Context: an optimization exercise on an open-source flow, tuned for small area, a short achievable clock period and few clock cycles per item. The choices shown serve that exercise and are no tape-out recipe.
At most, simulation tests tie the RTL to the original design; equivalence was not proved.
For run 5, only the layout was checked, not whether the RTL still works.
Power figures rest on the tool's default switching activity, not on a simulated workload.

### design.v
module facet_tile (
    input  wire        clk,
    input  wire        rst,
    input  wire        start,
    input  wire [1:0]  cls,           
    input  wire [31:0] crc_in,        
    output wire        idle,
    input  wire        in_valid,
    input  wire [7:0]  in_data,
    output wire        in_ready,
    output reg         out_valid,
    output reg  [63:0] out_data,
    input  wire        out_ready,
    output reg         done,
    output wire [3:0]  done_cause,    
    output wire [7:0]  done_offset,   
    output wire [31:0] done_arg,      
    output wire [31:0] done_crc       
);
    localparam [3:0] P_HDR   = 4'd0,
                     P_U1    = 4'd1,
                     P_C1    = 4'd2,
                     P_E     = 4'd3,
                     P_B1    = 4'd4,
                     P_B2    = 4'd5,
                     P_BMAP  = 4'd6,
                     P_NLEN  = 4'd7,
                     P_NCOD  = 4'd8,
                     P_TRAIL = 4'd9;    
    reg         busy;
    reg         idle_r;       
    reg  [1:0]  cls_q;
    reg  [8:0]  idx;          
    reg  [3:0]  pst;          
    reg         fail;         
    reg  [3:0]  cause;
    reg  [7:0]  offset;
    reg  [31:0] arg;
    reg  [31:0] crc;
    reg  [10:0] p_last;       
    reg         rdy;
    reg         v0, v1;
    reg  [7:0]  h0, h1;
    reg         pend;
    reg  [9:0]  pend_l;
    reg  [7:0]  code_st;
    reg  [7:0]  len_st;       
    reg         bm;           
    reg         run_act;
    reg  [9:0]  run_l;        
    reg  [7:0]  run_code;     
    reg  [2:0]  q;            
    reg  [6:0]  bcnt;         
    reg         ofin;         
    assign idle        = idle_r;
    assign in_ready    = rdy;
    assign done_cause  = cause;
    assign done_offset = offset;
    assign done_arg    = arg;
    assign done_crc    = crc;
    function [31:0] crc64;
        input [31:0] c;
        input [63:0] d;
        reg [31:0] x;
        begin
            x = c ^ d[31:0];
            crc64[0] = ^(x & 32'h386F2C25) ^ ^(d[63:32] & 32'h1F91CAF6);
            crc64[1] = ^(x & 32'h70DE584B) ^ ^(d[63:32] & 32'h3F2395EC);
            crc64[2] = ^(x & 32'hE1BCB097) ^ ^(d[63:32] & 32'h7E472BD8);
            crc64[3] = ^(x & 32'hC379612E) ^ ^(d[63:32] & 32'hFC8E57B1);
            crc64[4] = ^(x & 32'hBE9DEE78) ^ ^(d[63:32] & 32'hE68D6595);
            crc64[5] = ^(x & 32'h4554F0D5) ^ ^(d[63:32] & 32'hD28B01DD);
            crc64[6] = ^(x & 32'hB2C6CD8E) ^ ^(d[63:32] & 32'hBA87C94C);
            crc64[7] = ^(x & 32'h5DE2B738) ^ ^(d[63:32] & 32'h6A9E586F);
            crc64[8] = ^(x & 32'hBBC56E71) ^ ^(d[63:32] & 32'hD53CB0DE);
            crc64[9] = ^(x & 32'h4FE5F0C6) ^ ^(d[63:32] & 32'hB5E8AB4B);
            crc64[10] = ^(x & 32'hA7A4CDA9) ^ ^(d[63:32] & 32'h74409C60);
            crc64[11] = ^(x & 32'h4F499B53) ^ ^(d[63:32] & 32'hE88138C1);
            crc64[12] = ^(x & 32'hA6FC1A83) ^ ^(d[63:32] & 32'hCE93BB74);
            crc64[13] = ^(x & 32'h75971923) ^ ^(d[63:32] & 32'h82B6BC1F);
            crc64[14] = ^(x & 32'hD3411E63) ^ ^(d[63:32] & 32'h1AFCB2C8);
            crc64[15] = ^(x & 32'hA6823CC6) ^ ^(d[63:32] & 32'h35F96591);
            crc64[16] = ^(x & 32'h4D04798C) ^ ^(d[63:32] & 32'h6BF2CB23);
            crc64[17] = ^(x & 32'h9A08F318) ^ ^(d[63:32] & 32'hD7E59646);
            crc64[18] = ^(x & 32'h0C7ECA15) ^ ^(d[63:32] & 32'hB05AE67B);
            crc64[19] = ^(x & 32'h2092B80F) ^ ^(d[63:32] & 32'h7F240600);
            crc64[20] = ^(x & 32'h4125701F) ^ ^(d[63:32] & 32'hFE480C00);
            crc64[21] = ^(x & 32'hBA25CC1B) ^ ^(d[63:32] & 32'hE301D2F6);
            crc64[22] = ^(x & 32'h4C24B412) ^ ^(d[63:32] & 32'hD9926F1B);
            crc64[23] = ^(x & 32'hA0264400) ^ ^(d[63:32] & 32'hACB514C0);
            crc64[24] = ^(x & 32'h7823A425) ^ ^(d[63:32] & 32'h46FBE377);
            crc64[25] = ^(x & 32'hF047484A) ^ ^(d[63:32] & 32'h8DF7C6EE);
            crc64[26] = ^(x & 32'hD8E1BCB0) ^ ^(d[63:32] & 32'h047E472B);
            crc64[27] = ^(x & 32'hB1C37961) ^ ^(d[63:32] & 32'h08FC8E57);
            crc64[28] = ^(x & 32'h6386F2C2) ^ ^(d[63:32] & 32'h11F91CAF);
            crc64[29] = ^(x & 32'hC70DE584) ^ ^(d[63:32] & 32'h23F2395E);
            crc64[30] = ^(x & 32'h8E1BCB09) ^ ^(d[63:32] & 32'h47E472BD);
            crc64[31] = ^(x & 32'h1C379612) ^ ^(d[63:32] & 32'h8FC8E57B);
        end
    endfunction
    wire [7:0] b = h0;
    wire [8:0] slen_m1 = (9'd256 >> cls_q) - 9'd1;
    wire wr_ok = !out_valid || out_ready;
    wire xfer  = out_valid && out_ready;
    wire       rn_can  = busy && !ofin && !bm && (run_act || pend);
    wire       rn_go   = rn_can && wr_ok;
    wire [9:0] f_l     = run_act ? run_l : pend_l;
    wire       f_on    = f_l[9:3] != bcnt;                    
    wire       f_beat  = f_on || (f_l[2:0] == 3'd7);          
    wire       pend_use = rn_go && !run_act;
    reg  [7:0] ln_plan, ln_sel;
    wire       bt_plan = bm ? (busy && pend) : (rn_can && f_beat);
    integer    k;
    always @(*)
        for (k = 0; k < 8; k = k + 1) begin
            ln_plan[k] = bm ? (busy && pend)
                            : (rn_can && k >= q && (f_on || k <= f_l[2:0]));
            ln_sel[k]  = bm ? pend_l[k] : !run_act;
        end
    wire ip_plain = busy && v0 && (pst != P_NLEN) && (pst != P_BMAP) &&
                    (pst != P_NCOD || !pend);
    wire nlen_go  = busy && v0 && (pst == P_NLEN) && (!pend || idx != slen_m1);
    wire ip_bm    = busy && v0 && (pst == P_BMAP) && !run_act;
    wire ip_acc   = ip_plain || nlen_go || ip_bm;
    wire bm_go    = busy && bm && pend && wr_ok;
    wire [10:0] n_last = p_last + {3'd0, len_st} + 11'd1;
    wire last_byte = (idx == slen_m1 + 9'd1) || (ip_acc && idx == slen_m1);
    wire og_fin    = ofin && wr_ok;
    wire push = in_valid && rdy;
    integer j;
    always @(posedge clk) begin
        if (ip_acc) begin
            h0 <= v1 ? h1 : in_data;
            v0 <= v1 || push;
            h1 <= in_data;
            v1 <= v1 && push;
            rdy <= 1'b1;
        end else begin
            if (!v0) h0 <= in_data;
            else if (!v1) h1 <= in_data;
            v0 <= v0 || push;
            v1 <= v1 || (v0 && push);
            rdy <= !(v1 || (v0 && push));
        end
        begin
            done <= 1'b0;
            if (xfer) begin
                out_valid <= 1'b0;
                crc <= crc64(crc, out_data);
            end
            for (j = 0; j < 8; j = j + 1)
                if (wr_ok && ln_plan[j])
                    out_data[8*j +: 8] <= ln_sel[j] ? code_st : run_code;
            if (wr_ok && bt_plan) begin
                out_valid <= 1'b1;
                bcnt <= bcnt + 7'd1;
                if (bcnt == 7'd127) ofin <= 1'b1;
            end
            if (rn_go) begin
                q <= f_beat ? 3'd0 : f_l[2:0] + 3'd1;
                if (pend_use) begin
                    pend     <= 1'b0;
                    run_code <= code_st;
                    run_l    <= pend_l;
                end
                run_act <= f_on;
            end
            if (bm_go) begin
                if (run_act) begin
                    pend_l[7:0] <= run_l[7:0];
                    run_act <= 1'b0;
                end else if (ip_bm)
                    pend_l[7:0] <= b;
                else
                    pend <= 1'b0;
            end else if (ip_bm) begin
                if (pend) begin
                    run_l[7:0] <= b;
                    run_act <= 1'b1;
                end else begin
                    pend_l[7:0] <= b;
                    pend <= 1'b1;
                end
            end
            if (ip_acc)
                idx <= idx + 9'd1;
            if (ip_bm && idx == 9'd130)
                pst <= P_TRAIL;
            if (nlen_go) begin
                if (idx == slen_m1) begin
                    fail <= 1'b1; cause <= 4'd6; offset <= idx[7:0];
                    pend <= 1'b1; pend_l <= 10'd1023; code_st <= 8'd0;
                    pst <= P_TRAIL;
                end else begin
                    len_st <= b;
                    pst <= P_NCOD;
                end
            end
            if (ip_plain) begin
                case (pst)
                    P_HDR: begin
                        if (b[4:0] != 5'd0) begin
                            fail <= 1'b1; cause <= 4'd4;
                            pend <= 1'b1; pend_l <= 10'd1023; code_st <= 8'd0;
                            pst <= P_TRAIL;
                        end else case (b[7:5])
                            3'd0: pst <= P_U1;
                            3'd1: begin cause <= 4'd14; pst <= P_C1; end
                            3'd7: begin cause <= 4'd15; pst <= P_E;
                                        pend <= 1'b1; pend_l <= 10'd1023; code_st <= 8'd0; end
                            3'd2: if (cls_q != 2'd0) begin
                                      fail <= 1'b1; cause <= 4'd7;
                                      pend <= 1'b1; pend_l <= 10'd1023; code_st <= 8'd0;
                                      pst <= P_TRAIL;
                                  end else begin
                                      bm  <= 1'b1;
                                      pst <= P_B1;
                                  end
                            3'd3: pst <= P_NLEN;
                            default: begin
                                fail <= 1'b1; cause <= 4'd3;
                                pend <= 1'b1; pend_l <= 10'd1023; code_st <= 8'd0;
                                pst <= P_TRAIL;
                            end
                        endcase
                    end
                    P_U1: begin
                        pend <= 1'b1; pend_l <= 10'd1023; code_st <= b;
                        pst <= P_TRAIL;
                    end
                    P_C1: begin
                        arg[7:0] <= b;
                        pend <= 1'b1; pend_l <= 10'd1023; code_st <= 8'd0;
                        pst <= P_TRAIL;
                    end
                    P_E: begin
                        case (idx[2:0])
                            3'd1:    arg[7:0]   <= b;
                            3'd2:    arg[15:8]  <= b;
                            3'd3:    arg[23:16] <= b;
                            default: arg[31:24] <= b;
                        endcase
                        if (idx[2:0] == 3'd4) pst <= P_TRAIL;
                    end
                    P_B1: begin run_code <= b; pst <= P_B2; end
                    P_B2: begin code_st  <= b; pst <= P_BMAP; end
                    P_NCOD: begin
                        if (n_last[10]) begin
                            fail <= 1'b1; cause <= 4'd6; offset <= idx[7:0] - 8'd1;
                            pend <= 1'b1; pend_l <= 10'd1023; code_st <= 8'd0;
                            pst <= P_TRAIL;
                        end else begin
                            pend <= 1'b1; pend_l <= n_last[9:0]; code_st <= b;
                            p_last <= n_last;
                            pst <= (n_last[9:0] == 10'd1023) ? P_TRAIL : P_NLEN;
                        end
                    end
                    default: if (!fail && b != 8'd0) begin    
                        fail <= 1'b1; cause <= 4'd4; offset <= idx[7:0]; arg <= 32'd0;
                    end
                endcase
            end
            if (busy && last_byte && og_fin) begin
                done   <= 1'b1;
                busy   <= 1'b0;
                idle_r <= 1'b1;
            end
            if (!busy) begin
                busy     <= start;
                idle_r   <= !start;
                cls_q    <= cls;
                crc      <= crc_in;
                idx      <= 9'd0;
                pst      <= P_HDR;
                fail     <= 1'b0;
                cause    <= 4'd0;
                offset   <= 8'd0;
                arg      <= 32'd0;
                p_last   <= 11'h7FF;
                pend     <= 1'b0;
                run_act  <= 1'b0;
                bm       <= 1'b0;
                q        <= 3'd0;
                bcnt     <= 7'd0;
                ofin     <= 1'b0;
            end
        end
        if (rst) begin
            busy      <= 1'b0;
            idle_r    <= 1'b1;
            out_valid <= 1'b0;
            done      <= 1'b0;
            v0        <= 1'b0;
            v1        <= 1'b0;
            rdy       <= 1'b1;
        end
    end
endmodule
### run.sh
#!/bin/bash
# synth_recipe.tcl (not shown) runs the flow's synth.tcl, then flattens the netlist and writes it again
# the make line also repeats each setting of config.mk as NAME=value (left out here)
make -C /OpenROAD-flow-scripts/flow DESIGN_CONFIG=/design/flow/config.mk WORK_HOME=/design/flow/orfs CLKGATE_MAP_FILE= SYNTH_SCRIPT=/design/flow/synth_recipe.tcl finish
### config.mk
export PLATFORM = sky130hd
export DESIGN_NAME = facet_tile
export DESIGN_NICKNAME = facet_tile
export VERILOG_FILES = /design/flow/design.v
export SDC_FILE = /design/flow/constraint.sdc
export NUM_CORES = 4
export LEC_CHECK = 0
export CAP_MARGIN = 20
export CORE_MARGIN = 2
export CORE_UTILIZATION = 40
export PLACE_DENSITY = 0.6
export SLEW_MARGIN = 55
### constraint.sdc
create_clock -name core_clock -period 10.0 [get_ports {clk}]
set_input_delay 2.0000 -clock core_clock [delete_from_list [all_inputs] [get_ports {clk}]]
set_output_delay 2.0000 -clock core_clock [all_outputs]
set_load 0.01 [all_outputs]
==> results.json, run 1 <==
{
  "drc_errors": 0,
  "p_sw_frac": 0.432,
  "r2r-end": "crc[4]",
  "leakage_nw": 7.12,
  "p_int_mw": 4.84,
  "dpl.hpwl_um": 42300,
  "clk_path_buf_depth": 3,
  "die_w_um": 210,
  "hold_violations": 0,
  "clock.fmax_mhz": 245,
  "numCtsBuffers": 28,
  "p_clk_frac": 0.142,
  "skew_ns": 0.0444,
  "cts_sinks": 248,
  "reg2reg_slack_ns": 6.78,
  "ys_warn_count": 1,
  "h-tree-depth": 1,
  "min_path_type": "flip-flop to flip-flop",
  "crit_buf_inv": 1,
  "cts_root_buf": "clkbuf_16",
  "critPathKind": "flip-flop to primary output",
  "p_comb_frac": 0.681,
  "setup_viol": 0,
  "crit_family": "flip-flops",
  "synth_ff_type": "edfxtp_1",
  "grt_setup_unrepaired": "false",
  "antenna_found_initial": 0,
  "holdPathStages": 2,
  "path_cells": "clkdlybuf4s50_1",
  "status": "complete, no violations",
  "nFillCells": 3890,
  "relSlewSlack": 0.525,
  "period_share": 0.408,
  "overflow": 0,
  "clk_latency_ns": 0.61,
  "synth.distinct_cells": 71,
  "cp-start-kind": "flip-flop",
  "setup_ws_ns": 5.92,
  "synth_fp_nets": 1740,
  "initial_core_util": 0.404,
  "switching_power_mw": 3.68,
  "gp_congestion": 0.985,
  "syn_area_per_cell_um2": 10.1,
  "end_kind": "primary output",
  "io_buffers": 190,
  "synthToLayoutAreaGrowth_pct": 21.5,
  "drive_gt1_frac": 0.150,
  "period_minus_slack_ns": 4.08,
  "drv_cap": 0,
  "cp-startpoint": "out_data[63]",
  "async_flop_share": 0,
  "wl_um": 54700,
  "hold_buffers": 0,
  "rr_startpoint": "out_data[63]",
  "arrival_ns": 2.08,
  "max_stage_delay_ns": 0.81,
  "crit_fanout": 7,
  "dp_slack_ns": 5.91,
  "ys_seq_elements": 248,
  "r2r.worst_path.cells": 7,
  "utilization": 0.491,
  "cp_slowest_cell": "edfxtp_1",
  "min_from": "p_last[2]",
  "grt_pass1_vias": 12600,
  "synthCells": 1673,
  "routedWlPerCell_um": 23.0,
  "drt-initial-drc-count": 1023,
  "vias": 12700,
  "cts-resized-gates": 0,
  "yosysSeqAreaShare": 0.367,
  "grt_pass1_wl_um": 82000,
  "die_h_um": 210,
  "dieArea_mm2": 0.0439,
  "netlist_area_mm2": 0.0169,
  "nNetsFinal": 1884,
  "drv_slew": 0,
  "core_mm2": 0.0419,
  "cts.clk_slew.worst_paths_ns": 0.06,
  "ant_nets": 0,
  "track_usage": 0.247,
  "p_seq_frac": 0.177,
  "power_density_mw_per_mm2": 415,
  "postCtsSetupRepairBufs": 0,
  "synth_edf_count": 124,
  "via_per_inst": 5.35,
  "vdd_ir_drop_max_mv": 0.317,
  "grt_start_max_net_pins": 67,
  "io_pins": 191,
  "max_slew.worst_pin.slew_ns": 0.713,
  "antennaDiodeCount": 0,
  "setup_tns_ns": 0,
  "hold_path_end": "p_last[2]",
  "critPathRequiredTime_ns": 8.00,
  "drt-pass1-iter-count": 5,
  "cts_tree": "done",
  "num_rows": 75
}
[sequential cells by signal, indices dropped and copies added (netlist names), 2 cells and up]
name and cells:
bcnt 7, pst 4, crc 32, run_code 8
p_last 11, cls_q 2, arg 32, cause 4
q 3, pend_l 10, len_st 8, h0 8
offset 8, h1 8, idx 9, run_l 10
out_data 64, code_st 8
[through the flow]
stage / power [mW] / area, um^2 / hold slack (ns) / cells
floorplan: 5.83 / 16900 / 0.430 / 1673
global placement: 7.28 / 19200 / 0.459 / 2321
detailed placement: 7.32 / 19400 / 0.469 / 2326
CTS: 8.57 / 20500 / 0.478 / 2378
global route: 8.99 / 20600 / 0.490 / 2378
finish: 8.53 / 20600 / 0.473 / 2378
[logic make-up (layout without fill, tap and decap cells)]
group,count (synthesis),count (layout),synth area share
xor+xnor,533,533,0.307
simple gates,363,363,0.0985
compound gates,248,248,0.0903
flops,248,248,0.367
mux,148,148,0.0948
buf+inv,113,279,0.0273
fa+ha+maj,20,20,0.0152
[worst register-to-register path, cell delays in order (launching register included)]
cell and delay, ns:
edfxtp_1 0.81, xor2_1 0.30, xor2_1 0.30, xnor2_1 0.19
xnor2_1 0.17, xnor2_1 0.41, xnor3_1 0.47, mux2_2 0.29
[layout by cell type, fill, tap and decap left out, drive strengths merged, types with 26 or more instances in the layout]
cell	netlist	final
mux2i	53	53
nand2	86	86
edfxtp	124	124
xor2	107	107
clkdlybuf4s50	0	190
a21oi	96	96
dfxtp	124	124
nor2	144	144
nand3	30	30
clkbuf	58	30
o21ai	44	44
xnor2	424	424
mux2	95	95
o22ai	26	26
[Yosys cell counts, types with 4 or more instances]
master | instances | share of area
xnor2_2 | 41 | 0.039
nor3b_1 | 8 | 0.0036
mux2_2 | 94 | 0.063
o21ai_0 | 41 | 0.012
nand4_1 | 9 | 0.0033
or3_1 | 7 | 0.0026
xor2_1 | 92 | 0.048
xnor2_1 | 379 | 0.20
a31oi_1 | 12 | 0.0044
a21oi_1 | 95 | 0.028
o311ai_0 | 4 | 0.0021
nor2b_1 | 10 | 0.0037
or2_2 | 6 | 0.0022
o211ai_1 | 9 | 0.0040
nor2_1 | 144 | 0.032
nand2b_1 | 10 | 0.0037
ha_1 | 19 | 0.014
nand2_1 | 86 | 0.019
inv_1 | 24 | 0.0053
a21o_1 | 5 | 0.0022
xor2_2 | 15 | 0.014
xnor2_4 | 4 | 0.0065
o22ai_1 | 26 | 0.0096
edfxtp_1 | 124 | 0.22
nand3_1 | 30 | 0.0089
mux2i_1 | 53 | 0.031
clkbuf_1 | 57 | 0.013
nor4_1 | 5 | 0.0018
a211oi_1 | 5 | 0.0022
buf_2 | 29 | 0.0086
a22oi_1 | 9 | 0.0040
and3_1 | 4 | 0.0015
and2_1 | 13 | 0.0048
a22o_1 | 9 | 0.0047
nor3_1 | 21 | 0.0062
dfxtp_1 | 124 | 0.15
[how the worst max path moves through the flow]
stage               slack [ns]           end  cells after the start
floorplan                 6.65      run_l[4]                      7
global placement          5.96      run_l[4]                      6
detailed placement        5.91  out_data[52]                      4
CTS                       5.94  out_data[63]                      1
global route              5.93  out_data[63]                      1
finish                    5.92  out_data[63]                      1
[per-layer routing]
metal / track usage / vias up / part of all wire
met1: 0.330 / 6061 / 0.43
met4: 0.0854 / 0 / 0.038
met3: 0.0361 / 106 / 0.065
li1: - / 6031 / -
met2: 0.409 / 523 / 0.46
met5: 0 / - / 0
[power groups by stage]
stage          logic, mW  clock network [mW]  registers (mW)
3_5_place_dp        5.80                   0            1.52
6_report            5.81                1.21            1.51
2_1_floorplan       4.36                   0            1.46
3_3_place_gp        5.76                   0            1.52
4_1_cts             5.83                1.23            1.50
5_1_grt             6.20                1.27            1.52
[area by class of cell]
cell class                      count  area (um^2)  area share
Clock buffer                       30          708      0.0345
Clock inverter                     22          382      0.0186
Inverter                           24         90.1     0.00438
Multi-Input combinational cell   1312        10500       0.509
Sequential cell                   248         6220       0.302
Tap cell                          539          674      0.0328
Timing Repair Buffer              203         2010      0.0979
Testbench counts, summed over its fixed seeds: cycles 528,443, tiles 1,920.
==> inputs of run 2 (changes only) <==
--- a/config.mk
+++ b/config.mk
@@ -5,8 +5,9 @@
 export SDC_FILE = /design/flow/constraint.sdc
 export NUM_CORES = 4
 export LEC_CHECK = 0
+export ABC_AREA = 1
 export CAP_MARGIN = 20
 export CORE_MARGIN = 2
 export CORE_UTILIZATION = 40
 export PLACE_DENSITY = 0.6
-export SLEW_MARGIN = 55
+export SLEW_MARGIN = 20
==> run 2 against run 1 <==
  * Still clean on timing, DRC and antenna
  * Register-to-register slack improved by 0.04 ns
  * Clock power decreased by 7%
  * Maximum frequency increased by 1.5%
==> results.json, run 2 <==
{
  "routedWlPerCell_um": 18.4,
  "grt_setup_unrepaired": "false",
  "min_path_type": "flip-flop to flip-flop",
  "initial_core_util": 0.403,
  "timing.hold.ws_ns": 0.450,
  "clk_path_buf_depth": 3,
  "drv_cap": 0,
  "track_usage": 0.288,
  "async_flop_share": 0,
  "ant_nets": 0,
  "synth.distinct_cells": 55,
  "cts_sinks": 248,
  "drv_slew": 0,
  "grt_pass1_wl_um": 126000,
  "antenna_found_initial": 0,
  "crit_fanout": 10,
  "drt-pass1-iter-count": 6,
  "cts_root_buf": "clkbuf_16",
  "dpl.hpwl_um": 67000,
  "dp_cells": 4512,
  "synthToLayoutAreaGrowth_pct": 15.1,
  "hold_buffers": 0,
  "grt_pass1_vias": 20900,
  "synth.area.top_cells": "nand2_1 (30%), edfxtp_1 (17%), dfxtp_1 (11%)",
  "layout_common_cells": "nand2_1 (1750), inv_1 (395), nand3_1 (307)",
  "grt_use_met2": 0.493,
  "final_common_cell": "nand2_1",
  "largest_reg_flops": 64,
  "io_pins": 191,
  "overflow": 0,
  "p_sw_frac": 0.433,
  "drive_gt1_frac": 0.0383,
  "synthCells": 3709,
  "top_register": "out_data",
  "ys_seq_elements": 248,
  "via_per_inst": 5.14,
  "setup_viol": 0,
  "max_stage_delay_ns": 0.74,
  "ys_warn_count": 1,
  "max_slew.worst_pin.slew_ns": 1.03,
  "synth_ff_type": "edfxtp_1",
  "yosysMostFrequentCell": "nand2_1",
  "critPathKind": "flip-flop to primary output",
  "postCtsSetupRepairBufs": 0,
  "status": "complete, no violations",
  "drt-initial-drc-count": 2183,
  "critPathRequiredTime_ns": 8.00,
  "period_share": 0.402,
  "cts.clk_slew.worst_paths_ns": 0.06,
  "numCtsBuffers": 31,
  "final_cells": 4570,
  "switching_power_mw": 1.81,
  "p_seq_frac": 0.315,
  "io_buffers": 190,
  "period_minus_slack_ns": 4.02,
  "setup_tns_ns": 0,
  "clock.fmax_mhz": 249,
  "dieArea_mm2": 0.0572,
  "h-tree-depth": 1,
  "yosysSeqAreaShare": 0.280,
  "cp_slowest_cell": "edfxtp_1",
  "antennaDiodeCount": 0,
  "wl_um": 84100,
  "cts-resized-gates": 0,
  "gp_congestion": 1.00,
  "p_comb_frac": 0.417,
  "clk_latency_ns": 0.62,
  "core_mm2": 0.0549,
  "yosys.area.top_type_share": 0.297,
  "netlist_area_mm2": 0.0221,
  "arrival_ns": 2.02,
  "p_clk_frac": 0.268,
  "skew_ns": 0.0240,
  "power_density_mw_per_mm2": 164,
  "nNetsFinal": 3908,
  "die_w_um": 239,
  "crit_buf_inv": 1,
  "grt_most_used_layer": "met2",
  "relSlewSlack": 0.312,
  "drc_errors": 0,
  "grt_start_max_net_pins": 78,
  "num_rows": 86,
  "path_cells": "clkdlybuf4s50_1",
  "crit_family": "flip-flops",
  "leakage_nw": 13.0,
  "syn_area_per_cell_um2": 5.97,
  "vias": 23500,
  "hold_violations": 0,
  "nFillCells": 5839,
  "cts_tree": "done",
  "reg_top3": "out_data: 64 flops, arg: 32 flops, crc: 32 flops",
  "grt_util_met3": 0.0247,
  "synth_edf_count": 124,
  "met1_usage": 0.365,
  "vdd_ir_drop_max_mv": 0.148,
  "synth_fp_nets": 3776,
  "end_kind": "primary output",
  "reg2reg_slack_ns": 6.82,
  "yosys-top-cells-count": "nand2_1 (1750), inv_1 (395), nand3_1 (307)",
  "synth_top_area_cell": "nand2_1",
  "p_int_mw": 2.37,
  "die_h_um": 239,
  "cp-start-kind": "flip-flop"
}
==> run 2: cell count changes in the layout (fill, tap and decap cells not counted), moves of 20 or more <==
cell,before,now
nand3_1,30,307
a21oi_1,79,99
xor2_1,89,158
nand2_1,85,1750
xnor2_1,371,77
mux2_2,94,0
xnor2_2,47,4
mux2i_1,52,0
o21ai_0,41,203
inv_2,1,24
inv_1,23,395
nand2_2,1,24
==> run 2: final cells by class <==
class	instances	area, um^2	area share
repair buffers	199	1970	0.0773
clock buffers	44	917	0.0360
well taps	704	881	0.0346
clock inverters	14	98.8	0.00388
multi-input cells	2939	13800	0.542
flip-flops and latches	248	6210	0.244
inverters	422	1590	0.0622
==> run 2: worst register-to-register path, cell delays in order, from the launching register on <==
cell      delay (ns)
dfxtp_1         0.67
nand2_1         0.19
nor2_1          0.20
nand4_1         0.45
nand2_2         0.24
inv_2           0.06
nand2_4         0.22
clkinv_2        0.35
nand2_1         0.43
==> run 2: through the flow <==
| stage | setup slack, ns | total power, mW | util | instance area, um^2 |
|---|---|---|---|---|
| finish | 5.98 | 4.19 | 0.464 | 25500 |
| floorplan | 6.87 | 2.47 | - | 22100 |
| global route | 5.95 | 4.44 | 0.464 | 25500 |
| global placement | 5.87 | 3.04 | 0.446 | 24500 |
| CTS | 5.96 | 4.18 | 0.464 | 25500 |
| detailed placement | 5.86 | 3.05 | 0.446 | 24500 |
==> run 2: power groups by stage <==
| stage | Clock (mW) | Combinational, mW | Sequential [mW] |
|---|---|---|---|
| 3_5_place_dp | 0 | 1.71 | 1.33 |
| 4_1_cts | 1.15 | 1.72 | 1.31 |
| 6_report | 1.12 | 1.74 | 1.32 |
| 5_1_grt | 1.18 | 1.93 | 1.32 |
| 3_3_place_gp | 0 | 1.70 | 1.34 |
| 2_1_floorplan | 0 | 1.21 | 1.25 |
==> run 2: final timing paths <==
check	start	endpoint	depth (start not counted)
setup / recovery	out_data[63]	out_data[63]	1
hold / removal	arg[24]	arg[24]	2
setup reg to reg	v0	h0[6]	8
hold reg to reg	arg[24]	arg[24]	2
==> run 2: metal layers <==
metal  vias up  wire, um
met2       791     39200
met4         0      4740
met5         -         0
met3       179      4410
met1     10600     35700
li1      11900         -
==> run 2: logic make-up (layout without fill, tap and decap cells) <==
kind of cell / after synthesis / in the layout / share of synthesized area
adder cells (fa/ha/maj): 20 / 20 / 0.0116
XOR/XNOR: 246 / 246 / 0.101
AND/OR/NAND/NOR: 2301 / 2301 / 0.421
AO/OA/AOI/OAI: 372 / 372 / 0.0904
buffers and inverters: 522 / 679 / 0.0957
flip-flops: 248 / 248 / 0.280
==> inputs of run 3 (changes only) <==
--- a/config.mk
+++ b/config.mk
@@ -5,7 +5,7 @@
 export SDC_FILE = /design/flow/constraint.sdc
 export NUM_CORES = 4
 export LEC_CHECK = 0
-export ABC_AREA = 1
+export ABC_CLOCK_PERIOD_IN_PS = 3000
 export CAP_MARGIN = 20
 export CORE_MARGIN = 2
 export CORE_UTILIZATION = 40
==> run 3 against run 2 <==
  * Still clean on timing, DRC and antenna
  * Via count fell by 46%
  * Utilization increased by 1.7 points
  * Synthesized cell count is 55% lower
  * Sequential share of layout area rose by 6.4 points
  * Worst hold slack better by 0.021 ns
  * Critical path type unchanged
  * Critical endpoint unchanged
  * Highest routed layer unchanged
==> results.json, run 3 <==
{
  "ys_warn_count": 1,
  "routedWlPerCell_um": 23.1,
  "path_cells": "clkdlybuf4s50_1",
  "hold_violations": 0,
  "num_rows": 75,
  "yosys-top-cells-count": "xnor2_1 (379), nor2_1 (144), dfxtp_1 (124), edfxtp_1 (124), a21oi_1 (95)",
  "drv_cap": 0,
  "min_path_type": "flip-flop to flip-flop",
  "clk_path_buf_depth": 3,
  "async_flop_share": 0,
  "hold_buffers": 0,
  "layout_common_cells": "xnor2_1 (379), clkdlybuf4s50_1 (190), nor2_1 (144)",
  "synth_xor_area_frac": 0.307,
  "period_minus_slack_ns": 4.06,
  "cts_tree": "done",
  "grt_pass1_vias": 12600,
  "netlist_area_mm2": 0.0169,
  "die_w_um": 210,
  "relSlewSlack": 0.231,
  "vdd_ir_drop_max_mv": 0.302,
  "top_register": "out_data",
  "cts.clk_slew.worst_paths_ns": 0.06,
  "core_mm2": 0.0419,
  "synth-simple-area-share": 0.0985,
  "synth_compound_area_frac": 0.0903,
  "grt_start_max_net_pins": 67,
  "synthToLayoutAreaGrowth_pct": 19.1,
  "synth.area.top_cells": "edfxtp_1 (22%), xnor2_1 (20%), dfxtp_1 (15%)",
  "dieArea_mm2": 0.0439,
  "crit_family": "flip-flops",
  "max_stage_delay_ns": 0.82,
  "utilization": 0.481,
  "dpl.hpwl_um": 42200,
  "overflow": 0,
  "yosys.area_share.adder": 0.0152,
  "skew_ns": 0.0138,
  "status": "complete, no violations",
  "setup_tns_ns": 0,
  "end_kind": "primary output",
  "drive_gt1_frac": 0.123,
  "clk_latency_ns": 0.57,
  "final_common_cell": "xnor2_1",
  "cts_sinks": 248,
  "yosys.area.top_type_share": 0.220,
  "numCtsBuffers": 29,
  "via_per_inst": 5.39,
  "synth_top_area_cell": "edfxtp_1",
  "synth_ff_type": "edfxtp_1",
  "postCtsSetupRepairBufs": 0,
  "yosysSeqAreaShare": 0.367,
  "synth.distinct_cells": 71,
  "nNetsFinal": 1880,
  "critPathKind": "flip-flop to primary output",
  "die_h_um": 210,
  "h-tree-depth": 1,
  "cp-start-kind": "flip-flop",
  "arrival_ns": 2.06,
  "track_usage": 0.246,
  "synth_fp_nets": 1740,
  "power_density_mw_per_mm2": 416,
  "critPathRequiredTime_ns": 8.00,
  "reg_top3": "out_data: 64 flops, arg: 32 flops, crc: 32 flops",
  "drc_errors": 0,
  "ant_nets": 0,
  "initial_core_util": 0.404,
  "io_pins": 191,
  "synthCells": 1673,
  "crit_buf_inv": 1,
  "antenna_found_initial": 0,
  "drt-pass1-iter-count": 5,
  "antennaDiodeCount": 0,
  "largest_reg_flops": 64,
  "grt_setup_unrepaired": "false",
  "setup_viol": 0,
  "crit_fanout": 7,
  "drt-initial-drc-count": 1115,
  "synth_top_family_by_area": "XOR/XNOR gates",
  "yosysMostFrequentCell": "xnor2_1",
  "io_buffers": 190,
  "max_slew.worst_pin.slew_ns": 1.15,
  "clock.fmax_mhz": 246,
  "vias": 12800,
  "wl_um": 54700,
  "ys_seq_elements": 248,
  "grt_pass1_wl_um": 81300,
  "gp_congestion": 0.985,
  "syn_area_per_cell_um2": 10.1,
  "leakage_nw": 7.00,
  "cts-resized-gates": 0,
  "synth.area.mux_share": 0.0948,
  "synth_edf_count": 124,
  "cp_slowest_cell": "edfxtp_1",
  "cts_root_buf": "clkbuf_16",
  "drv_slew": 0,
  "period_share": 0.406
}
[run 3: cell count changes in the layout (fill, tap and decap cells not counted), sizes merged, moves of 12 or more]
cell / change
nand3b: -12
and2: +14
xor2: -58
xnor2: +343
o22ai: +19
nand2: -1691
nand3: -279
inv: -395
o21ai: -179
mux2: +95
mux2i: +53
[run 3: power breakdown]
group          leakage [nW]  total (mW)  switching, mW  internal [mW]
Combinational          4.33        5.79           3.02           2.76
Clock                 0.482        1.09          0.443          0.644
Sequential             2.19        1.51          0.203           1.30
[run 3: path summary, 6_finish.rpt]
path | startpoint | to | slack (ns) | depth (start not counted)
setup / recovery | out_data[63] | out_data[63] | 5.94 | 1
hold / removal | p_last[3] | p_last[3] | 0.47 | 2
setup reg to reg | run_act | ofin | 6.44 | 9
hold reg to reg | p_last[3] | p_last[3] | 0.47 | 2
[run 3: layer usage]
metal  up-vias  track usage  routed length (um)
li1       6039            -                   -
met1      6113        0.328               23600
met2       531        0.407               25400
met3       104       0.0377                3710
met4         0       0.0861                1980
met5         -            0                   0
[run 3: cell families after synthesis]
| family | Yosys count |
|---|---|
| AND/OR/NAND/NOR | 363 |
| XOR/XNOR | 533 |
| AO/OA/AOI/OAI | 248 |
| adder cells (fa/ha/maj) | 20 |
| buffers and inverters | 113 |
| flip-flops | 248 |
| multiplexers | 148 |
[run 3: layout make-up]
type / count / area (um^2)
clock buffer: 38 / 805
inverter: 24 / 90.1
fill: 3995 / 21700
clock inverter: 15 / 165
tap: 539 / 674
multi-input combinational: 1312 / 10200
timing repair buffer: 198 / 1960
sequential: 248 / 6210
[run 3: per-stage QoR]
step	hold slack [ns]	std cells	power, mW	setup WS, ns	cell area, um^2
2_1_floorplan	0.430	1673	5.83	6.65	16900
3_3_place_gp	0.459	2321	7.28	5.96	19200
3_5_place_dp	0.469	2321	7.30	5.86	19200
4_1_cts	0.476	2374	8.43	5.98	20200
5_1_grt	0.495	2374	8.83	5.95	20200
6_report	0.471	2374	8.38	5.94	20200
==> inputs of run 4 (changes only) <==
--- a/config.mk
+++ b/config.mk
@@ -5,7 +5,6 @@
 export SDC_FILE = /design/flow/constraint.sdc
 export NUM_CORES = 4
 export LEC_CHECK = 0
-export ABC_CLOCK_PERIOD_IN_PS = 3000
 export CAP_MARGIN = 20
 export CORE_MARGIN = 2
 export CORE_UTILIZATION = 40
==> run 4 against run 3 <==
  * Utilization did not move
  * Clock power barely moved
  * Final area did not move
  * Global-route usage did not move
  * Cell count did not move
  * Largest cell class unchanged
  * Setup slack did not move
  * Total power did not move
  * Worst hold slack did not move
  * Sequential power barely moved
  * Sequential share of layout area did not move
==> results.json, run 4 <==
{
  "setup_viol": 0,
  "setup_tns_ns": 0,
  "synth_fp_nets": 1740,
  "period_minus_slack_ns": 4.06,
  "die_h_um": 210,
  "core_mm2": 0.0419,
  "yosys.area.top_type_share": 0.220,
  "stdcell_area_mm2": 0.0202,
  "numCtsBuffers": 29,
  "via_per_inst": 5.39,
  "gp_congestion": 0.985,
  "vias": 12800,
  "die_w_um": 210,
  "final_common_cell": "xnor2_1",
  "period_share": 0.406,
  "arrival_ns": 2.06,
  "antennaDiodeCount": 0,
  "hold_violations": 0,
  "relSlewSlack": 0.231,
  "hold_buffers": 0,
  "dpl.hpwl_um": 42200,
  "overflow": 0,
  "clk_latency_ns": 0.57,
  "synth_top_area_cell": "edfxtp_1",
  "nNetsFinal": 1880,
  "drt-initial-drc-count": 1115,
  "cts_sinks": 248,
  "grt_pass1_vias": 12600,
  "max_slew.worst_pin.slew_ns": 1.15,
  "hold_path_end": "p_last[3]",
  "postCtsSetupRepairBufs": 0,
  "reg2reg_slack_ns": 6.44,
  "cts_root_buf": "clkbuf_16",
  "min_from": "p_last[3]",
  "dp_cells": 2321,
  "num_rows": 75,
  "ys_seq_elements": 248,
  "critPathRequiredTime_ns": 8.00,
  "status": "complete, no violations",
  "synth_ff_type": "edfxtp_1",
  "yosys-top-cells-count": "xnor2_1 (379), nor2_1 (144), dfxtp_1 (124), edfxtp_1 (124), a21oi_1 (95)",
  "min_path_type": "flip-flop to flip-flop",
  "clock.fmax_mhz": 246,
  "vdd_ir_drop_max_mv": 0.302,
  "wl_um": 54700,
  "io_pins": 191,
  "drt-pass1-iter-count": 5,
  "syn_area_per_cell_um2": 10.1,
  "critPathKind": "flip-flop to primary output",
  "largest_reg_flops": 64,
  "r2r.worst_path.cells": 9,
  "cts.clk_slew.worst_paths_ns": 0.06,
  "synthToLayoutAreaGrowth_pct": 19.1,
  "crit_family": "flip-flops",
  "cts_tree": "done",
  "drive_gt1_frac": 0.123,
  "ant_nets": 0,
  "async_flop_share": 0,
  "drc_errors": 0,
  "power_density_mw_per_mm2": 416,
  "synth.distinct_cells": 71,
  "track_usage": 0.246,
  "top_register": "out_data",
  "skew_ns": 0.0138,
  "yosysMostFrequentCell": "xnor2_1",
  "holdPathStages": 2,
  "reg_top3": "out_data: 64 flops, arg: 32 flops, crc: 32 flops",
  "cp_slowest_cell": "edfxtp_1",
  "dieArea_mm2": 0.0439,
  "yosysSeqAreaShare": 0.367,
  "synth_edf_count": 124,
  "grt_start_max_net_pins": 67,
  "h-tree-depth": 1,
  "nFillCells": 3995,
  "antenna_found_initial": 0,
  "max_stage_delay_ns": 0.82,
  "initial_core_util": 0.404,
  "crit_buf_inv": 1,
  "io_buffers": 190,
  "routedWlPerCell_um": 23.1,
  "layout_common_cells": "xnor2_1 (379), clkdlybuf4s50_1 (190), nor2_1 (144)",
  "drv_cap": 0,
  "placedInstanceArea_mm2": 0.0192,
  "cts-resized-gates": 0,
  "grt_pass1_wl_um": 81300,
  "rr_startpoint": "run_act",
  "synth.area.top_cells": "edfxtp_1 (22%), xnor2_1 (20%), dfxtp_1 (15%)",
  "drv_slew": 0,
  "end_kind": "primary output",
  "r2r-end": "ofin",
  "leakage_nw": 7.00,
  "clk_path_buf_depth": 3,
  "final_cells": 2374,
  "grt_setup_unrepaired": "false",
  "cp-start-kind": "flip-flop",
  "timing.hold.ws_ns": 0.471,
  "crit_fanout": 7,
  "netlist_area_mm2": 0.0169,
  "synthCells": 1673,
  "path_cells": "clkdlybuf4s50_1",
  "ys_warn_count": 1
}
-- run 4: cell counts in the layout (fill, tap and decap cells not counted) --
Identical to the previous run, type by type.
-- run 4: through the flow --
step / setup WS (ns) / power (mW) / utilization
3_5_place_dp: 5.86 / 7.30 / 0.458
2_1_floorplan: 6.65 / 5.83 / -
6_report: 5.94 / 8.38 / 0.481
4_1_cts: 5.98 / 8.43 / 0.481
5_1_grt: 5.95 / 8.83 / 0.481
3_3_place_gp: 5.96 / 7.28 / 0.458
-- run 4: worst register-to-register path, stage by stage, from the launching register on --
cell,delay (ns)
dfxtp_1,0.92
mux2i_1,0.65
inv_1,0.18
ha_1,0.24
ha_1,0.20
o31ai_1,0.44
a21oi_2,0.31
and3_1,0.29
a21oi_1,0.15
nor2_1,0.05
-- run 4: cell families (layout without fill, tap and decap cells) --
kind of cell	Yosys count	in the layout	synth area share
fa+ha+maj	20	20	0.0152
buf+inv	113	275	0.0273
mux	148	148	0.0948
simple gates	363	363	0.0985
xor+xnor	533	533	0.307
flops	248	248	0.367
compound gates	248	248	0.0903
-- run 4: metal layers --
| metal | track usage | vias to the layer above | routed length, um |
|---|---|---|---|
| li1 | - | 6039 | - |
| met1 | 0.328 | 6113 | 23600 |
| met2 | 0.407 | 531 | 25400 |
| met3 | 0.0377 | 104 | 3710 |
| met4 | 0.0861 | 0 | 1980 |
| met5 | 0 | - | 0 |
-- run 4: power breakdown --
| group | internal (mW) | switching [mW] |
|---|---|---|
| combinational | 2.76 | 3.02 |
| clock | 0.644 | 0.443 |
| sequential | 1.30 | 0.203 |
-- run 4: how the worst max path moves through the flow --
stage                     depth (start not counted)      endpoint  slack (ns)    startpoint
after global placement                            6      run_l[4]        5.96     out_ready
after floorplan                                   7      run_l[4]        6.65     out_ready
after detailed placement                          6      run_l[4]        5.86     out_ready
after CTS                                         1  out_data[41]        5.98  out_data[41]
final                                             1  out_data[63]        5.94  out_data[63]
after global routing                              1  out_data[63]        5.95  out_data[63]
-- run 4: area by class of cell --
cell class	instances	area, um^2	share of cell area
clock buffer	38	805	0.0399
timing repair buffer	198	1960	0.0974
inverter	24	90.1	0.00447
sequential	248	6210	0.308
multi-input combinational	1312	10200	0.509
clock inverter	15	165	0.00820
tap	539	674	0.0335
==> inputs of run 5 (changes only) <==
--- a/design.v
+++ b/design.v
@@ -37,6 +37,7 @@
     reg  [7:0]  offset;
     reg  [31:0] arg;
     reg  [31:0] crc;
+    reg  [31:0] hi_n;         
     reg  [10:0] p_last;       
     reg         rdy;
     reg         v0, v1;
@@ -146,11 +147,14 @@
             done <= 1'b0;
             if (xfer) begin
                 out_valid <= 1'b0;
-                crc <= crc64(crc, out_data);
+                crc <= crc64(crc, {~hi_n, out_data[31:0]});
             end
             for (j = 0; j < 8; j = j + 1)
                 if (wr_ok && ln_plan[j])
                     out_data[8*j +: 8] <= ln_sel[j] ? code_st : run_code;
+            for (j = 4; j < 8; j = j + 1)
+                if (wr_ok && ln_plan[j])
+                    hi_n[8*j-32 +: 8] <= ~(ln_sel[j] ? code_st : run_code);
             if (wr_ok && bt_plan) begin
                 out_valid <= 1'b1;
                 bcnt <= bcnt + 7'd1;
==> run 5 against run 4 <==
  * Final area up 7.8%
  * Register-to-register slack worse by 0.37 ns
  * Highest routed layer unchanged
  * Via count up 8.8%
  * Largest power group unchanged
  * Count of clock-buffer cells in the layout up 10
  * Synthesized area up 8.3%
  * Critical path type is now flip-flop to flip-flop
  * Setup slack better by 0.13 ns
==> results.json, run 5 <==
{
  "synth_ff_type": "edfxtp_1",
  "p_int_mw": 4.80,
  "grt_pass1_wl_um": 90500,
  "synth_edf_count": 156,
  "drc_errors": 0,
  "synth_top_area_cell": "edfxtp_1",
  "io_buffers": 190,
  "period_minus_slack_ns": 3.93,
  "largest_reg_flops": 64,
  "vias": 13900,
  "synth.area.top_cells": "edfxtp_1 (26%), xnor2_1 (18%), dfxtp_1 (14%)",
  "synth_fp_nets": 1858,
  "power_density_mw_per_mm2": 393,
  "synth.distinct_cells": 74,
  "setup_viol": 0,
  "overflow": 0,
  "cts.clk_slew.worst_paths_ns": 0.06,
  "wl_um": 61300,
  "final_cells": 2554,
  "antennaDiodeCount": 0,
  "dp_cells": 2497,
  "drv_cap": 0,
  "syn_area_per_cell_um2": 10.2,
  "critPathRequiredTime_ns": 10.46,
  "arrival_ns": 4.39,
  "ant_nets": 0,
  "cts_sinks": 280,
  "drv_slew": 0,
  "die_h_um": 218,
  "clk_path_buf_depth": 3,
  "grt_setup_unrepaired": "false",
  "r2r.worst_path.cells": 6,
  "period_share": 0.393,
  "setup_tns_ns": 0,
  "min_path_type": "flip-flop to flip-flop",
  "via_per_inst": 5.44,
  "dieArea_mm2": 0.0475,
  "synthToLayoutAreaGrowth_pct": 18.5,
  "nFillCells": 4267,
  "initial_core_util": 0.405,
  "critPathCapture": "p_last[5]",
  "grt_pass1_vias": 13500,
  "grt_start_max_net_pins": 65,
  "max_slew.worst_pin.slew_ns": 1.05,
  "drt-initial-drc-count": 1510,
  "top_register": "out_data",
  "die_w_um": 218,
  "cp-start-kind": "flip-flop",
  "hold_buffers": 0,
  "numCtsBuffers": 31,
  "dpl.hpwl_um": 47000,
  "p_comb_frac": 0.669,
  "cts_tree": "done",
  "skew_ns": 0.0280,
  "r2r-end": "p_last[5]",
  "num_rows": 78,
  "final_common_cell": "xnor2_1",
  "reg2reg_slack_ns": 6.07,
  "core_mm2": 0.0453,
  "clk_latency_ns": 0.60,
  "cts_root_buf": "clkbuf_16",
  "track_usage": 0.256,
  "vdd_ir_drop_max_mv": 0.360,
  "nNetsFinal": 1997,
  "yosysMostFrequentCell": "xnor2_1",
  "end_kind": "flip-flop",
  "cp-startpoint": "pst[1]",
  "cts-resized-gates": 0,
  "crit_fanout": 22,
  "p_total_mw": 8.53,
  "layout_common_cells": "xnor2_1 (369), clkdlybuf4s50_1 (190), edfxtp_1 (156)",
  "p_sw_frac": 0.437,
  "gp_congestion": 1.00,
  "rr_startpoint": "pst[1]",
  "synthCells": 1791,
  "h-tree-depth": 1,
  "drive_gt1_frac": 0.112,
  "drt-pass1-iter-count": 6,
  "netlist_area_mm2": 0.0183,
  "routedWlPerCell_um": 24.0,
  "min_from": "p_last[10]",
  "relSlewSlack": 0.300,
  "yosys-top-cells-count": "xnor2_1 (369), edfxtp_1 (156), nor2_1 (148)",
  "io_pins": 191,
  "critPathKind": "flip-flop to flip-flop",
  "yosysSeqAreaShare": 0.391,
  "ys_warn_count": 1,
  "p_clk_frac": 0.136,
  "antenna_found_initial": 0,
  "p_seq_frac": 0.195,
  "hold_violations": 0,
  "status": "complete, no violations",
  "ys_seq_elements": 280,
  "leakage_nw": 7.40,
  "switching_power_mw": 3.73,
  "yosys.area.top_type_share": 0.256,
  "async_flop_share": 0,
  "postCtsSetupRepairBufs": 0,
  "clock.fmax_mhz": 254
}
run 5: cell types whose count changed after synthesis, moves of 12 or more:
cell      previous run  this run
a32oi_1              2        16
edfxtp_1           124       156
inv_1               24        56
mux2_2              94        82
mux2i_1             53        38
o21ai_0             41        66
xor2_1              92       107
run 5: area by class of cell:
cell class                      instances  area, um^2  area share
Multi-Input combinational cell       1352       10500       0.484
Sequential cell                       280        7170       0.330
Timing Repair Buffer                  208        2040      0.0938
Clock buffer                           48         955      0.0440
Tap cell                              600         751      0.0346
Inverter                               57         214     0.00985
Clock inverter                          9        75.1     0.00346
run 5: power by group through the flow:
stage	Combinational (mW)	Clock, mW	Sequential [mW]
final	5.71	1.16	1.66
after global routing	6.08	1.23	1.67
after CTS	5.72	1.18	1.66
after detailed placement	5.68	0	1.68
after global placement	5.70	0	1.67
after floorplan	4.26	0	1.61
run 5: cell families after synthesis:
family,after synthesis,share of synthesized area
AOI/OAI and AO/OA,291,0.0989
xor gates and xnor gates,541,0.296
adders and majority gates,20,0.0141
buffers and inverters,159,0.0351
DFF,280,0.391
muxes,120,0.0712
and+or+nand+nor,380,0.0940
run 5: worst max-delay path, cell delays in order (launching register included):
cell	delay [ns]
dfxtp_1	0.81
or2_1	0.28
nor2_2	0.08
and2_1	0.36
a221oi_2	0.94
nand3_1	0.79
o311ai_0	0.51
run 5: how the worst min path moves through the flow:
stage	end	slack, ns	depth (start not counted)
6_report	p_last[10]	0.45	2
5_1_grt	p_last[10]	0.50	2
4_1_cts	p_last[10]	0.45	2
3_5_place_dp	p_last[10]	0.44	2
3_3_place_gp	p_last[10]	0.44	2
2_1_floorplan	len_st[0]	0.42	0
run 5: per-stage QoR:
| step | cell area [um^2] | hold WS [ns] | util | worst slack [ns] |
|---|---|---|---|---|
| after floorplan | 18300 | 0.424 | - | 6.48 |
| after global placement | 20700 | 0.441 | 0.457 | 5.89 |
| after detailed placement | 20700 | 0.444 | 0.457 | 5.87 |
| after CTS | 21700 | 0.455 | 0.480 | 6.11 |
| after global routing | 21700 | 0.498 | 0.480 | 5.79 |
| final | 21700 | 0.455 | 0.480 | 6.07 |
run 5: per-layer routing:
metal  GRT usage  vias up  share of wire
met5           0        -              0
met1       0.355     6800           0.45
met4      0.0712        0          0.027
met2       0.416      580           0.46
li1            -     6435              -
met3      0.0360       91          0.064
==> inputs of run 6 (changes only) <==
--- a/design.v
+++ b/design.v
@@ -37,7 +37,6 @@
     reg  [7:0]  offset;
     reg  [31:0] arg;
     reg  [31:0] crc;
-    reg  [31:0] hi_n;         
     reg  [10:0] p_last;       
     reg         rdy;
     reg         v0, v1;
@@ -147,14 +146,11 @@
             done <= 1'b0;
             if (xfer) begin
                 out_valid <= 1'b0;
-                crc <= crc64(crc, {~hi_n, out_data[31:0]});
+                crc <= crc64(crc, out_data);
             end
             for (j = 0; j < 8; j = j + 1)
                 if (wr_ok && ln_plan[j])
                     out_data[8*j +: 8] <= ln_sel[j] ? code_st : run_code;
-            for (j = 4; j < 8; j = j + 1)
-                if (wr_ok && ln_plan[j])
-                    hi_n[8*j-32 +: 8] <= ~(ln_sel[j] ? code_st : run_code);
             if (wr_ok && bt_plan) begin
                 out_valid <= 1'b1;
                 bcnt <= bcnt + 7'd1;
--- a/config.mk
+++ b/config.mk
@@ -7,6 +7,6 @@
 export LEC_CHECK = 0
 export CAP_MARGIN = 20
 export CORE_MARGIN = 2
-export CORE_UTILIZATION = 40
-export PLACE_DENSITY = 0.6
+export CORE_UTILIZATION = 30
+export PLACE_DENSITY = 0.5
 export SLEW_MARGIN = 20
==> run 6 against run 5 <==
  * Maximum frequency down 2.0%
  * Final area down 5.7%
  * Still clean on timing, DRC and antenna
  * Global-route usage down 5.9 points
==> results.json, run 6 <==
{
  "holdPathStages": 2,
  "synthToLayoutAreaGrowth_pct": 21.1,
  "cp-start-kind": "flip-flop",
  "synthCells": 1673,
  "regArea_mm2": 0.00621,
  "clock.fmax_mhz": 249,
  "h-tree-depth": 1,
  "ant_nets": 0,
  "vias": 12800,
  "core_mm2": 0.0561,
  "synth_edf_count": 124,
  "wl_um": 58600,
  "routedWlPerCell_um": 22.5,
  "grt_pass1_vias": 12600,
  "rr_startpoint": "run_act",
  "cts.clk_slew.worst_paths_ns": 0.06,
  "p_total_mw": 8.45,
  "crit_fanout": 7,
  "synth_fp_nets": 1740,
  "r2r.worst_path.cells": 9,
  "hold_buffers": 0,
  "vdd_ir_drop_max_mv": 0.246,
  "relSlewSlack": 0.293,
  "setup_tns_ns": 0,
  "max_slew.worst_pin.slew_ns": 1.06,
  "yosys.area.top_type_share": 0.220,
  "stdcell_area_mm2": 0.0205,
  "dp_slack_ns": 5.84,
  "syn_area_per_cell_um2": 10.1,
  "ys_seq_elements": 248,
  "drc_errors": 0,
  "grt_start_max_net_pins": 67,
  "min_from": "p_last[7]",
  "die_w_um": 241,
  "synth.distinct_cells": 71,
  "arrival_ns": 2.01,
  "die_h_um": 241,
  "cts-resized-gates": 0,
  "track_usage": 0.196,
  "critPathKind": "flip-flop to primary output",
  "via_per_inst": 4.94,
  "synth_top_area_cell": "edfxtp_1",
  "async_flop_share": 0,
  "yosysSeqAreaShare": 0.367,
  "max_stage_delay_ns": 0.76,
  "drive_gt1_frac": 0.122,
  "reg_top3": "out_data: 64 flops, arg: 32 flops, crc: 32 flops",
  "critPathRequiredTime_ns": 8.00,
  "crit_family": "flip-flops",
  "multi_input_area_mm2": 0.0103,
  "drv_slew": 0,
  "leakage_nw": 7.01,
  "drt-pass1-iter-count": 7,
  "initial_core_util": 0.302,
  "grt_setup_unrepaired": "false",
  "nFillCells": 5630,
  "yosys-top-cells-count": "xnor2_1 (379), nor2_1 (144), dfxtp_1 (124), edfxtp_1 (124), a21oi_1 (95)",
  "hold_violations": 0,
  "cts_sinks": 248,
  "cts_tree": "done",
  "synth_ff_type": "edfxtp_1",
  "reg2reg_slack_ns": 6.41,
  "nNetsFinal": 1882,
  "largest_reg_flops": 64,
  "dpl.hpwl_um": 44800,
  "period_minus_slack_ns": 4.01,
  "cp_slowest_cell": "edfxtp_1",
  "skew_ns": 0.0103,
  "io_pins": 191,
  "netlist_area_mm2": 0.0169,
  "yosysMostFrequentCell": "xnor2_1",
  "setup_viol": 0,
  "postCtsSetupRepairBufs": 0,
  "cts_root_buf": "clkbuf_16",
  "antenna_found_initial": 2,
  "crit_buf_inv": 1,
  "num_rows": 87,
  "end_kind": "primary output",
  "final_common_cell": "xnor2_1",
  "ys_warn_count": 1,
  "numCtsBuffers": 31,
  "hold_path_end": "p_last[7]",
  "power_density_mw_per_mm2": 413,
  "clk_path_buf_depth": 3,
  "synth.area.top_cells": "edfxtp_1 (22%), xnor2_1 (20%), dfxtp_1 (15%)",
  "dieArea_mm2": 0.0583,
  "setup_ws_ns": 5.99,
  "status": "complete, no violations",
  "placedInstanceArea_mm2": 0.0195,
  "path_cells": "clkdlybuf4s50_1",
  "gp_congestion": 0.962,
  "overflow": 0,
  "timing.hold.ws_ns": 0.476,
  "clk_latency_ns": 0.60,
  "min_path_type": "flip-flop to flip-flop",
  "io_buffers": 190,
  "r2r-end": "ofin",
  "top_register": "out_data",
  "drt-initial-drc-count": 908,
  "drv_cap": 0,
  "grt_pass1_wl_um": 84900,
  "period_share": 0.401,
  "layout_common_cells": "xnor2_1 (379), clkdlybuf4s50_1 (190), nor2_1 (144)"
}
run 6: cell families (layout without fill, tap and decap cells):
kind of cell,after synthesis,count (layout),share of synthesized area
AO/OA/AOI/OAI,248,248,0.0903
multiplexers,148,148,0.0948
AND/OR/NAND/NOR,363,363,0.0985
buffers and inverters,113,280,0.0273
adder cells (fa/ha/maj),20,20,0.0152
flip-flops,248,248,0.367
XOR/XNOR,533,533,0.307
other,0,1,0
run 6: layout make-up:
type | count | share of cell area
flip-flops and latches | 248 | 0.303
repair buffers | 198 | 0.0958
inverters | 24 | 0.00440
multi-input cells | 1312 | 0.501
diodes | 1 | 0.000122
clock buffers | 49 | 0.0444
clock inverters | 9 | 0.00483
well taps | 756 | 0.0462
run 6: power breakdown:
group | internal, mW | total, mW | leakage, nW | switching [mW]
clock | 0.651 | 1.11 | 0.491 | 0.462
combinational | 2.76 | 5.83 | 4.33 | 3.06
sequential | 1.30 | 1.51 | 2.19 | 0.205
total | 4.72 | 8.45 | 7.01 | 3.73
run 6: layer usage:
metal,GRT usage,routed length [um]
met1,0.258,25800
met2,0.332,27600
met3,0.0281,3240
met4,0.0634,1910
met5,0,0
run 6: per-stage QoR:
| step | utilization | std cells |
|---|---|---|
| finish | 0.365 | 2597 |
| floorplan | - | 1673 |
| CTS | 0.365 | 2596 |
| detailed placement | 0.347 | 2538 |
| global route | 0.365 | 2596 |
| global placement | 0.347 | 2538 |
run 6: worst max-delay path by stage:
stage,from,to,cells past startpoint
global placement,out_ready,run_l[5],6
CTS,out_data[55],out_data[55],1
global route,out_data[55],out_data[55],1
detailed placement,out_ready,out_data[5],4
floorplan,out_ready,run_l[4],7
finish,out_data[57],out_data[57],1
run 6: worst reg2reg max path, stage by stage, from the launching register on:
cell and delay [ns]:
dfxtp_1 0.94, mux2i_1 0.64, inv_1 0.17, ha_1 0.25
ha_1 0.21, o31ai_1 0.42, a21oi_2 0.31, and3_1 0.29
a21oi_1 0.15, nor2_1 0.05
Testbench counts of run 6, summed over its fixed seeds: cycles 528,443, tiles 1,920.
==> inputs of run 7 (changes only) <==
--- a/config.mk
+++ b/config.mk
@@ -7,6 +7,6 @@
 export LEC_CHECK = 0
 export CAP_MARGIN = 20
 export CORE_MARGIN = 2
-export CORE_UTILIZATION = 30
-export PLACE_DENSITY = 0.5
+export CORE_UTILIZATION = 60
+export PLACE_DENSITY = 0.8
 export SLEW_MARGIN = 20
==> run 7 against run 6 <==
  * Largest power group unchanged
  * Setup slack worse by 0.078 ns
  * Sequential share of layout area is 0.84 points higher
  * Critical path type unchanged
  * Utilization is 35 points higher
  * Still clean
  * Die area is 49% lower
  * Combinational power is 2% higher
==> results.json, run 7 <==
{
  "status": "complete, no violations",
  "setup_ws_ns": 5.91,
  "synthCells": 1673,
  "synth.area.mux_share": 0.0948,
  "end_kind": "primary output",
  "yosys-top-cells-count": "xnor2_1 (379), nor2_1 (144), dfxtp_1 (124), edfxtp_1 (124), a21oi_1 (95)",
  "reg_top3": "out_data: 64 flops, arg: 32 flops, crc: 32 flops",
  "drc_errors": 0,
  "clk_latency_ns": 0.57,
  "initial_core_util": 0.609,
  "max_stage_delay_ns": 0.84,
  "cts.clk_slew.worst_paths_ns": 0.06,
  "largest_reg_flops": 64,
  "numCtsBuffers": 28,
  "postCtsSetupRepairBufs": 0,
  "overflow": 0,
  "final_common_cell": "xnor2_1",
  "ys_warn_count": 1,
  "cts_tree": "done",
  "setup_tns_ns": 0,
  "max_slew.worst_pin.slew_ns": 1.12,
  "synth_edf_count": 124,
  "synth_fp_nets": 1740,
  "die_h_um": 172,
  "power_density_mw_per_mm2": 427,
  "cts_sinks": 248,
  "die_w_um": 172,
  "synth.area.top_cells": "edfxtp_1 (22%), xnor2_1 (20%), dfxtp_1 (15%)",
  "synth-simple-area-share": 0.0985,
  "drt-pass1-iter-count": 6,
  "holdPathStages": 2,
  "layout_common_cells": "xnor2_1 (379), clkdlybuf4s50_1 (190), nor2_1 (144)",
  "hold_buffers": 0,
  "path_cells": "clkdlybuf4s50_1",
  "crit_family": "flip-flops",
  "synth_top_area_cell": "edfxtp_1",
  "syn_area_per_cell_um2": 10.1,
  "h-tree-depth": 1,
  "vdd_ir_drop_max_mv": 0.271,
  "yosys.area.top_type_share": 0.220,
  "critPathRequiredTime_ns": 8.00,
  "antenna_found_initial": 0,
  "clock.fmax_mhz": 245,
  "antennaDiodeCount": 0,
  "crit_buf_inv": 1,
  "min_from": "p_last[3]",
  "synth_compound_area_frac": 0.0903,
  "ys_seq_elements": 248,
  "drv_slew": 0,
  "grt_pass1_wl_um": 81400,
  "nFillCells": 2129,
  "synth_top_family_by_area": "XOR/XNOR gates",
  "num_rows": 61,
  "cp_slowest_cell": "edfxtp_1",
  "dp_slack_ns": 5.82,
  "hold_violations": 0,
  "dpl.hpwl_um": 41700,
  "crit_cells": 1,
  "clk_path_buf_depth": 3,
  "track_usage": 0.373,
  "cts_root_buf": "clkbuf_16",
  "cp-start-kind": "flip-flop",
  "reg2reg_slack_ns": 6.29,
  "netlist_area_mm2": 0.0169,
  "via_per_inst": 6.01,
  "r2r.worst_path.cells": 7,
  "relSlewSlack": 0.256,
  "grt_start_max_net_pins": 67,
  "yosysMostFrequentCell": "xnor2_1",
  "drive_gt1_frac": 0.122,
  "vias": 13300,
  "grt_pass1_vias": 12800,
  "min_path_type": "flip-flop to flip-flop",
  "cts-resized-gates": 0,
  "period_minus_slack_ns": 4.09,
  "drv_cap": 0,
  "p_total_mw": 8.51,
  "async_flop_share": 0,
  "io_buffers": 190,
  "crit_fanout": 9,
  "ant_nets": 0,
  "hold_path_end": "p_last[3]",
  "setup_viol": 0,
  "grt_setup_unrepaired": "false",
  "r2r-end": "crc[27]",
  "period_share": 0.409,
  "synth_xor_area_frac": 0.307,
  "wl_um": 55200,
  "critPathKind": "flip-flop to primary output",
  "skew_ns": 0.0209,
  "routedWlPerCell_um": 25.0,
  "yosys.area_share.adder": 0.0152,
  "synth_ff_type": "edfxtp_1",
  "io_pins": 191,
  "rr_startpoint": "out_data[59]",
  "top_register": "out_data",
  "leakage_nw": 6.98,
  "nNetsFinal": 1878,
  "yosysSeqAreaShare": 0.367,
  "synth.distinct_cells": 71,
  "synthToLayoutAreaGrowth_pct": 17.8,
  "arrival_ns": 2.09,
  "gp_congestion": 1.02,
  "core_mm2": 0.0278,
  "dieArea_mm2": 0.0296,
  "drt-initial-drc-count": 1414
}
-- run 7: cell type report --
| cell class | count | area [um^2] | area share |
|---|---|---|---|
| flip-flops and latches | 248 | 6210 | 0.312 |
| repair buffers | 197 | 1950 | 0.0981 |
| multi-input cells | 1312 | 10300 | 0.515 |
| inverters | 24 | 90.1 | 0.00452 |
| clock buffers | 34 | 744 | 0.0374 |
| clock inverters | 18 | 200 | 0.0100 |
| well taps | 378 | 473 | 0.0237 |
-- run 7: logic make-up after synthesis --
group                      after synthesis
AOI/OAI and AO/OA                      248
DFF                                    248
and+or+nand+nor                        363
xor gates and xnor gates               533
buffers and inverters                  113
muxes                                  148
adders and majority gates               20
-- run 7: per-layer routing --
| layer | part of all wire | GRT usage |
|---|---|---|
| met5 | 0 | 0 |
| met4 | 0.067 | 0.213 |
| met3 | 0.083 | 0.0632 |
| met2 | 0.48 | 0.640 |
| met1 | 0.37 | 0.445 |
-- run 7: worst max path at each step --
stage	from	slack [ns]	to
detailed placement	out_ready	5.82	run_l[5]
floorplan	out_ready	6.65	run_l[4]
global route	out_data[41]	5.89	out_data[41]
finish	out_data[41]	5.91	out_data[41]
global placement	out_ready	5.91	run_l[5]
CTS	out_data[41]	5.94	out_data[41]
-- run 7: report_power, final --
group          total (mW)  internal [mW]  switching (mW)  leakage (nW)
registers            1.51           1.30           0.211          2.19
clock network        1.05          0.614           0.440         0.470
logic                5.94           2.76            3.18          4.33
-- run 7: per-stage QoR --
stage	hold WS [ns]	std cells	cell area, um^2	utilization
finish	0.477	2211	19900	0.717
global route	0.498	2211	19900	0.717
CTS	0.479	2211	19900	0.717
detailed placement	0.469	2159	19000	0.683
global placement	0.459	2159	19000	0.683
floorplan	0.430	1673	16900	-

==> afterwards: timing with drivers on the ports <==
In the flow no input, the clock included, has a driving cell. The finished layouts below were timed again as built, in two steps. Step 1 assumes that a clkbuf_16 drives the clock port and a buf_2 every other input. Step 2 adds t to the input delays and takes it off the output delays; t is the mean of the earliest and latest rising clock arrival at the registers after step 1. Input paths then give back, and output paths get back, about the clock's delay inside the block. Three values: ideal ports, drivers, drivers and shift; two values: the first two.
run | shift t [ns] | slack for setup (ns) | hold slack, ns | latest minus earliest clock arrival (ns) | worst register clock-pin slew, ns
run 1 | 0.638 | 5.922 / 5.869 / 5.973 | 0.473 / 0.473 / 0.473 | 0.045 / 0.044 | 0.07 / 0.07
run 2 | 0.670 | 5.982 / 5.921 / 5.812 | 0.450 / 0.450 / 0.450 | 0.025 / 0.024 | 0.07 / 0.07
run 3 | 0.617 | 5.940 / 5.888 / 5.757 | 0.471 / 0.471 / 0.471 | 0.016 / 0.015 | 0.07 / 0.07
run 4 | 0.617 | 5.940 / 5.888 / 5.757 | 0.471 / 0.471 / 0.471 | 0.016 / 0.015 | 0.07 / 0.07
run 5 | 0.642 | 6.070 / 6.070 / 5.843 | 0.455 / 0.455 / 0.455 | 0.028 / 0.028 | 0.07 / 0.07
run 6 | 0.653 | 5.989 / 5.927 / 5.787 | 0.476 / 0.476 / 0.476 | 0.011 / 0.011 | 0.06 / 0.06
run 7 | 0.611 | 5.910 / 5.856 / 5.786 | 0.477 / 0.477 / 0.477 | 0.022 / 0.023 | 0.06 / 0.06
After both steps setup and hold are still met in every run listed. For run 5, which loses most, drivers alone change the setup slack by 0.000 ns; drivers and shift together by -0.227 ns.
